This is an optimization exercise on Yosys and OpenROAD, whose aim is small area, a short achievable clock period and few clock cycles per item, not a production implementation. Only simulation tests tie the RTL to the original design; equivalence was not proved.

==> ember: inputs <==
## zx36_exec
module zx36_exec (
    input  wire        clk,
    input  wire        rst,
    input  wire        in_valid,
    output wire        in_ready,
    input  wire        in_dalu,
    input  wire [5:0]  in_fn,
    input  wire [71:0] in_a,
    input  wire [71:0] in_b,
    input  wire [3:0]  in_flags,
    input  wire        in_sat,
    output reg         out_valid,
    output wire [71:0] out_result,
    output wire [3:0]  out_flags,
    output reg         out_wr,
    output reg         out_ill
);
    localparam FZ = 0, FN = 1, FC = 2, FV = 3;
    localparam [35:0] MIN36 = 36'h800000000;
    localparam [35:0] MAX36 = 36'h7FFFFFFFF;
    wire       ia = !in_dalu;
    wire [5:0] fn = in_fn;
    wire i_add   = ia & (fn == 6'd0);
    wire i_adc   = ia & (fn == 6'd1);
    wire i_sub   = ia & (fn == 6'd2);
    wire i_sbc   = ia & (fn == 6'd3);
    wire i_cmp   = ia & (fn == 6'd4);
    wire i_and   = ia & (fn == 6'd5);
    wire i_or    = ia & (fn == 6'd6);
    wire i_xor   = ia & (fn == 6'd7);
    wire i_andn  = ia & (fn == 6'd8);
    wire i_tst   = ia & (fn == 6'd9);
    wire i_shl   = ia & (fn == 6'd10);
    wire i_shr   = ia & (fn == 6'd11);
    wire i_sar   = ia & (fn == 6'd12);
    wire i_rol   = ia & (fn == 6'd13);
  ...
clock: 15.0 ns
lec_check: 0
cap_margin: 35
core_margin: 2
core_utilization: 35
place_density: 0.45
slew_margin: 20
standard.sh (not shown) runs the stock make flow with config.mk's settings and CLKGATE_MAP_FILE= SYNTH_SCRIPT=/design/flow/synth_recipe.tcl, a recipe that flattens the netlist after the stock synthesis.
==> flow/flow/run.sh <==
#!/bin/bash
# Layout flow: the standard flow (standard.sh: standard synthesis,
# floorplan, placement, CTS, routing, finish) with three settings changed:
#  - ABC_AREA=1: ABC's area script for technology mapping;
#  - port buffers are buf_2 cells (every input and output still gets one);
set -euo pipefail
bash standard.sh ABC_AREA=1 SETUP_SLACK_MARGIN=10 \
  "BUFFER_PORTS_ARGS=-buffer_cell sky130_fd_sc_hd__buf_2" finish > flow_make.log 2>&1
==> lagoon: changes against ember <==
--- a/flow/design.v
+++ b/flow/design.v
@@ -69,26 +69,26 @@
     wire i_mm    = i_min | i_max | i_minu | i_maxu;
     wire [5:0] i_s = in_b[5:0];
     wire i_sbig  = (i_s > 6'd36);
     wire i_szero = (i_s == 6'd0);
     wire i_w0    = i_add | i_adc | i_sub | i_sbc | i_cmp | i_neg | i_abs | i_mul | i_rem |
                    i_qadd | i_qsub;
     wire i_w72   = i_dadd | i_dsub | i_dcmp | i_dneg | i_dmul | i_dmulu;
     wire i_whi   = i_mulh | i_mulhu | i_div | i_divu;
-    function [14:0] booth5;      
-        input [10:0] w;          
+    function [17:0] booth6;      
+        input [12:0] w;          
         integer d;
         reg y0, y1, y2;
         begin
-            for (d = 0; d < 5; d = d + 1) begin
+            for (d = 0; d < 6; d = d + 1) begin
                 y0 = w[2*d]; y1 = w[2*d+1]; y2 = w[2*d+2];
-                booth5[d]      = y0 ^ y1;
-                booth5[5 + d]  = (y2 & ~y1 & ~y0) | (~y2 & y1 & y0);
-                booth5[10 + d] = y2;
+                booth6[d]      = y0 ^ y1;
+                booth6[6 + d]  = (y2 & ~y1 & ~y0) | (~y2 & y1 & y0);
+                booth6[12 + d] = y2;
             end
         end
     endfunction
     reg        v1;           
     reg        busy;         
     reg [71:0] a1;
     reg [71:0] b1;
     reg [3:0]  f1;
@@ -107,60 +107,62 @@
     reg k_div, d_rem, d_sdiv, d_aneg, d_bneg, d_b0;
     reg xinv_lo, xinv_hi, xen_hi, yen_lo, yen_hi, yinv_lo, yinv_hi, y36, acin;
     reg fc_keep, fc_add, fc_sub, fc_dadd, fc_dsub, fc_sh;
     reg fv_keep, fv_36, fv_72, fv_mul, fv_div;
     reg [5:0]  cnt;
     reg        dph0, dph1;   
     reg [1:0]  ms_x, mc_x;   
     reg        mfirst;       
-    reg [9:0]  lo_s, lo_c;   
+    reg [11:0] lo_s, lo_c;   
     reg        mcy;          
-    reg [14:0] bsel;         
+    reg [17:0] bsel;         
     assign in_ready = !busy;
     wire [36:0] mx = {m_sgn & a1[35], a1[35:0]};
-    wire        mlast = (cnt[1:0] == 2'd3);
-    reg [47:0] pp0, pp1, pp2, pp3, pp4, pp5;
-    reg [47:0] ppr [0:4];
+    wire        mlast = (cnt[1:0] == 2'd2);
+    wire        m_xr = mlast & ~m_sgn & b1[11];
+    reg [49:0] ppr [0:5];
+    reg [49:0] pp0, pp1, pp2, pp3, pp4, pp5, pp6;
     integer j;
     always @* begin
-        for (j = 0; j < 5; j = j + 1) begin : booth
+        for (j = 0; j < 6; j = j + 1) begin : booth
             reg [37:0] mag, r;
-            mag = ({38{bsel[j]}} & {mx[36], mx}) | ({38{bsel[5+j]}} & {mx, 1'b0});
-            r = mag ^ {38{bsel[10+j]}};
-            ppr[j] = {9'd0, 1'b1, ~r[37], r[36:0]} << (2*j);
+            mag = ({38{bsel[j]}} & {mx[36], mx}) | ({38{bsel[6+j]}} & {mx, 1'b0});
+            r = mag ^ {38{bsel[12+j]}};
+            ppr[j] = {11'd0, 1'b1, ~r[37], r[36:0]} << (2*j);
         end
         pp0 = ppr[0];
-        pp1 = ppr[1] | {47'd0, bsel[10]};
-        pp2 = ppr[2] | {45'd0, bsel[11], 2'd0};
-        pp3 = ppr[3] | {43'd0, bsel[12], 4'd0};
-        pp4 = ppr[4] | {41'd0, bsel[13], 6'd0};
-        pp5 = {39'd0, bsel[14], 8'd0};
+        pp1 = ppr[1] | {49'd0, bsel[12]};
+        pp2 = ppr[2] | {47'd0, bsel[13], 2'd0};
+        pp3 = ppr[3] | {45'd0, bsel[14], 4'd0};
+        pp4 = ppr[4] | {43'd0, bsel[15], 6'd0};
+        pp5 = ppr[5] | {41'd0, bsel[16], 8'd0};
+        pp6 = {1'b0, {37{m_xr}} & mx, 1'b0, bsel[17], 10'd0};
     end
-    function [95:0] csa;
-        input [47:0] x, y, z;
-        reg [47:0] s, c;
+    function [99:0] csa;
+        input [49:0] x, y, z;
+        reg [49:0] s, c;
         begin
             s = x ^ y ^ z;
             c = (x & y) | (x & z) | (y & z);
-            csa = {c[46:0], 1'b0, s};
+            csa = {c[48:0], 1'b0, s};
         end
     endfunction
     wire [37:0] acc_s = mfirst ? {1'b1, 2'b00, k_qmul, 34'd0} : {ms_x, a1[71:36]};
     wire [37:0] acc_c = {mc_x, b1[71:36]} & {38{~mfirst}};
-    wire [95:0] l1a = csa({10'd0, acc_s}, {10'd0, acc_c}, pp0);
-    wire [95:0] l1b = csa(pp1, pp2, pp3);
-    wire [95:0] l2a = csa(l1a[47:0], l1a[95:48], l1b[47:0]);
-    wire [95:0] l2b = csa(l1b[95:48], pp4, pp5);
-    wire [95:0] l3  = csa(l2a[47:0], l2a[95:48], l2b[47:0]);
-    wire [95:0] l4  = csa(l3[47:0], l3[95:48], l2b[95:48]);
-    wire [47:0] m_s = l4[47:0];
-    wire [47:0] m_c = l4[95:48];
-    wire [10:0] m_g = {1'b0, lo_s} + {1'b0, lo_c} + {10'd0, mcy};
-    wire [9:0]  m_nw = (cnt[1:0] == 2'd2) ? {{4{m_sgn & b1[15]}}, b1[15:10]} : b1[19:10];
+    wire [99:0] l1a = csa({12'd0, acc_s}, {12'd0, acc_c}, pp0);
+    wire [99:0] l1b = csa(pp1, pp2, pp3);
+    wire [99:0] l1c = csa(pp4, pp5, pp6);
+    wire [99:0] l2a = csa(l1a[49:0], l1a[99:50], l1b[49:0]);
+    wire [99:0] l2b = csa(l1b[99:50], l1c[49:0], l1c[99:50]);
+    wire [99:0] l3  = csa(l2a[49:0], l2a[99:50], l2b[49:0]);
+    wire [99:0] l4  = csa(l3[49:0], l3[99:50], l2b[99:50]);
+    wire [49:0] m_s = l4[49:0];
+    wire [49:0] m_c = l4[99:50];
+    wire [12:0] m_g = {1'b0, lo_s} + {1'b0, lo_c} + {12'd0, mcy};
     wire [36:0] dt    = {a1[35:0], a1[71]};
     wire [37:0] dtr   = {1'b0, dt} + {2'b11, b1[35:0]} + {37'd0, ~d_bneg};
     wire        dq    = !dtr[37];
     wire [35:0] dnr   = dq ? dtr[35:0] : dt[35:0];
     function [5:0] lzc36;
         input [35:0] v;
         reg [8:0]  nz;
         reg [17:0] lz2;
@@ -207,17 +209,17 @@
     wire [36:0] mv_p = zp[71:35];
     wire [36:0] mv_g = ax[71:35] & ay[71:35];
     wire [36:0] mv_o = zo[71:35];
     wire mv_z = &zk[71:36];
     wire mv_1 = &(~mv_p[36:1] ~^ (mv_g[35:0] | (mv_o[35:0] & ~mv_p[35:0])));
     wire mul_v = ~((mv_z & (mv_p[0] == c35)) | (mv_1 & (mv_p[0] != c35)));
     reg  qm_ovf_r;
     wire qm_ovf = mfirst ? ((a1[35:0] == MIN36) && (b1[35:0] == MIN36)) : qm_ovf_r;
-    wire qm_tie = (asum[34:30] == 5'd0) && (a1[29:0] == 30'd0);
+    wire qm_tie = (asum[34:24] == 11'd0) && (a1[23:0] == 24'd0);
     wire z_qm   = &zk[70:37] & (zp[36] == c36) & (~(zp[35] ^ c35) | qm_tie);
     wire [5:0] amt = dph1 ? (qzero ? 6'd36 : s0) : ramt;
     reg [35:0] rot;
     always @* begin
         rot = a1[35:0];
         if (amt[0]) rot = {rot[34:0], rot[35]};
         if (amt[1]) rot = {rot[33:0], rot[35:34]};
         if (amt[2]) rot = {rot[31:0], rot[35:32]};
@@ -237,38 +239,37 @@
     wire lt_s = $signed(a1[35:0]) < $signed(b1[35:0]);
     wire lt_u = a1[35:0] < b1[35:0];
     wire mm_a = mm_max ^ (mm_s ? lt_s : lt_u);
     reg  [35:0] lg;
     always @* begin
         for (k = 0; k < 36; k = k + 1) lg[k] = lg_t[{a1[k], b1[k]}];
         if (lg_ext) lg[35:18] = {18{lg_exts & a1[17]}};
     end
-    wire [35:0] er = ({36{k_lg}} & lg) | ({36{k_rot}} & rot) | ({36{k_sh}} & shres) |
+    wire [35:0] q_c = {1'b0, ax[34:0]} + {1'b0, ay[34:0]} + {35'd0, acin};
+    wire q_sat = k_qas & sat1 & (ax[35] == ay[35]) & (q_c[35] != ax[35]);
+    wire [35:0] er = ({36{q_sat}} & {a35, {35{~a35}}}) | ({36{k_lg}} & lg) | ({36{k_rot}} & rot) | ({36{k_sh}} & shres) |
                      ({36{k_mm & mm_a}} & a1[35:0]) | ({36{k_mm & ~mm_a}} & b1[35:0]) |
                      ({36{k_qmul & qm_ovf & sat1}} & MAX36);
     wire        s_qmr = s_qm & ~(qm_ovf & sat1);
     wire [71:0] res;
-    assign res[35:0]  = er | ({36{s_w0 | s_w72}} & asum[35:0]) | ({36{s_whi}} & asum[71:36]) |
+    assign res[35:0]  = er | ({36{(s_w0 & ~q_sat) | s_w72}} & asum[35:0]) | ({36{s_whi}} & asum[71:36]) |
                         ({36{s_qmr}} & {asum[70:36], asum[35] & ~qm_tie});
     assign res[71:36] = {36{s_w72}} & asum[71:36];
     wire z_er  = (er == 36'd0);
-    wire q_sat = k_qas & sat1 & v36;        
-    wire z_f = (z_er & ~(s_w0 | s_w72 | s_whi | s_qmr)) | (s_w0 & z_lo & ~q_sat) |
+    wire z_f = (z_er & ~((s_w0 & ~q_sat) | s_w72 | s_whi | s_qmr)) | (s_w0 & z_lo & ~q_sat) |
                (s_w72 & z_all) | (s_whi & z_hi) | (s_qmr & z_qm);
-    wire n_f = k_wide ? asum[71] : q_sat ? a35 : res[35];
+    wire n_f = k_wide ? asum[71] : res[35];
     wire c_f = (fc_keep & f1[FC]) | (fc_add & asum[36]) | (fc_sub & ~asum[36]) |
                (fc_dadd & asum[72]) | (fc_dsub & ~asum[72]) | (fc_sh & shc);
     wire v_f = (fv_keep & f1[FV]) | (fv_36 & v36) | (fv_72 & v72) | (fv_mul & mul_v) |
                (k_qmul & qm_ovf) | (fv_div & (d_b0 | (d_sdiv & ~d_qneg & a1[71])));
     reg  [71:0] out_r;
     reg  [3:0]  out_fl;
-    reg         out_max, out_min;    
-    assign out_result = {out_r[71:36], (out_r[35] | out_min) & ~out_max,
-                         (out_r[34:0] | {35{out_max}}) & ~{35{out_min}}};
+    assign out_result = out_r;
     assign out_flags  = out_fl;
     always @(posedge clk) begin
         if (rst) begin
             v1 <= 1'b0;
             busy <= 1'b0;
             out_valid <= 1'b0;
         end else begin
             if (!busy) begin
@@ -276,18 +277,16 @@
                 busy <= in_valid & (i_ismul | i_isdiv);
             end else if (k_mul ? mlast : (dph1 ? qzero : (!dph0 && cnt == 6'd1))) begin
                 busy <= 1'b0;
             end
             out_valid <= v1 & ~busy;
         end
         out_r    <= res;
         out_fl   <= k_ill ? f1 : {v_f, c_f, n_f, z_f};
-        out_max  <= q_sat & ~a35;
-        out_min  <= q_sat & a35;
         out_wr   <= k_wr;
         out_ill  <= k_ill;
         if (!busy) begin
             a1   <= in_a;
             b1   <= in_b;
             f1   <= in_flags;
             sat1 <= in_sat;
             k_ill   <= i_ill;
@@ -345,39 +344,39 @@
             fv_div  <= i_isdiv;
             fv_keep <= ~(i_add | i_adc | i_sub | i_sbc | i_cmp | i_neg | i_abs | i_qadd |
                          i_qsub | i_dadd | i_dsub | i_dcmp | i_dneg | i_mul | i_qmul |
                          i_isdiv | i_dmul | i_dmulu);
             cnt    <= 6'd0;
             dph0   <= 1'b1;
             dph1   <= 1'b0;
             mfirst <= 1'b1;
-            lo_s   <= 10'd0;
-            lo_c   <= 10'd0;
+            lo_s   <= 12'd0;
+            lo_c   <= 12'd0;
             mcy    <= 1'b0;
-            bsel   <= booth5({in_b[9:0], 1'b0});
+            bsel   <= booth6({in_b[11:0], 1'b0});
         end else if (k_mul) begin
             cnt    <= cnt + 6'd1;
-            ms_x   <= m_s[47:46];
-            mc_x   <= m_c[47:46];
+            ms_x   <= m_s[49:48];
+            mc_x   <= m_c[49:48];
             mfirst <= 1'b0;
             if (mfirst) qm_ovf_r <= qm_ovf;
-            lo_s   <= m_s[9:0];
-            lo_c   <= m_c[9:0];
-            mcy    <= m_g[10];
-            bsel   <= booth5({m_nw, b1[9]});
+            lo_s   <= m_s[11:0];
+            lo_c   <= m_c[11:0];
+            mcy    <= m_g[12];
+            bsel   <= booth6({b1[23:12], b1[11]});
             if (mlast) begin
                 xinv_lo <= 1'b0; xinv_hi <= 1'b0; xen_hi <= 1'b1;
                 yen_lo <= 1'b1; yen_hi <= 1'b1; yinv_lo <= 1'b0; yinv_hi <= 1'b0;
-                acin <= m_g[10];
-                a1 <= {m_s[41:0], m_g[9:0], b1[35:16]};
-                b1 <= {m_c[41:0], {30{m_g[10]}}};
+                acin <= m_g[12];
+                a1 <= {m_s[47:0], m_g[11:0], b1[35:24]};
+                b1 <= {m_c[47:0], {24{m_g[12]}}};
             end else begin
-                a1[71:36] <= m_s[45:10];
-                b1 <= {m_c[45:10], m_g[9:0], b1[35:10]};
+                a1[71:36] <= m_s[47:12];
+                b1 <= {m_c[47:12], m_g[11:0], b1[35:12]};
             end
         end else begin
             dph0 <= 1'b0;
             dph1 <= dph0;
             if (dph0) begin
                 a1[35:0] <= asum[35:0];
                 b1[35:0] <= b1[35:0] ^ {36{~d_bneg}};
                 d_b0     <= (lzb_r == 6'd36) & ~d_bneg;
==> flow/flow/run.sh (replaced) <==
#!/bin/bash
# Layout flow: the standard flow (standard.sh: standard synthesis,
# floorplan, placement, CTS, routing, finish) with three settings changed:
#  - ABC_AREA=1: ABC's area script for technology mapping;
#  - port buffers are buf_2 cells (every input and output still gets one);
set -euo pipefail
bash standard.sh ABC_AREA=1 SETUP_SLACK_MARGIN=10.5 \
  "BUFFER_PORTS_ARGS=-buffer_cell sky130_fd_sc_hd__buf_2" finish > flow_make.log 2>&1
==> results.txt <==
quantity                                                                                     ember                   lagoon
Result of the run                                                          complete, no violations  complete, no violations
Total of cells resized after clock tree synthesis                                               39                      183
Part of the Yosys area used for sequential elements                                          18.4%                    18.4%
First-pass DRT Iterations                                                                        8                        7
GRT Resource Usage Total                                                                     40.1%                    39.2%
Share of the core filled with cells                                                          39.1%                    40.9%
Global-route wire length before repair                                                   398000 um                396000 um
Buffer count excluding the clock tree in the final layout                                      460                      560
Initial Util                                                                                 35.1%                    35.3%
Portion of the clock cycle consumed by the worst path in the final layout                    34.6%                    31.3%
Post-Syn Nets                                                                                 7805                     7846
GR Util met3                                                                                 10.4%                    12.7%
Slew headroom                                                                                28.4%                    28.1%
Flip-flop and latch count after synthesis                                                      332                      340
Share of synthesized cell area in and, or, nand and nor gates                                24.3%                    23.3%
Minimum clock period after layout                                                          5.19 ns                  4.70 ns
Worst setup slack after layout                                                             9.81 ns                 10.30 ns
CTS sink count                                                                                 332                      340
Adder and majority gate portion of the synthesized area                                      16.7%                    18.7%
Post-route non-filler standard cell count                                                     8961                     9196
Post-Place Setup Slack                                                                     9.00 ns                  9.06 ns
Initial antenna violation count                                                                 19                       27
#MultiIn Comb                                                                                 5268                     5276
TritonCTS buffer count                                                                          48                       47
Testbench counts of ember, summed over its fixed seeds: cycles 38,327, items 16,000.
Testbench counts of lagoon, summed over its fixed seeds: cycles 35,435, items 16,000.

==> separate check: timing with driven ports <==
In the flow no input, the clock included, has a driving cell. The finished layouts below were timed again as built, in two steps. Step 1: set_driving_cell puts a clkbuf_16 on clk and a buf_2 on each other input, an assumption about the parent block. Step 2 adds t to the input delays and takes it off the output delays; t is the mean of the earliest and latest rising clock arrival at the registers after step 1. Input paths then give back, and output paths get back, about the clock's delay inside the block. a / b / c = ideal / step 1 / step 2; a / b = the first two.
run | t, ns | slack for setup (ns) | worst hold slack (ns) | pins driven straight from the clock port
ember | 0.756 | 9.809 / 9.809 / 9.538 | 0.343 / 0.343 / 0.343 | 1
lagoon | 0.731 | 10.305 / 10.305 / 9.736 | 0.343 / 0.343 / 0.343 | 1
After both steps every run listed still meets setup and hold. For lagoon, which loses most, drivers alone change the setup slack by 0.000 ns; drivers and shift together by -0.569 ns.
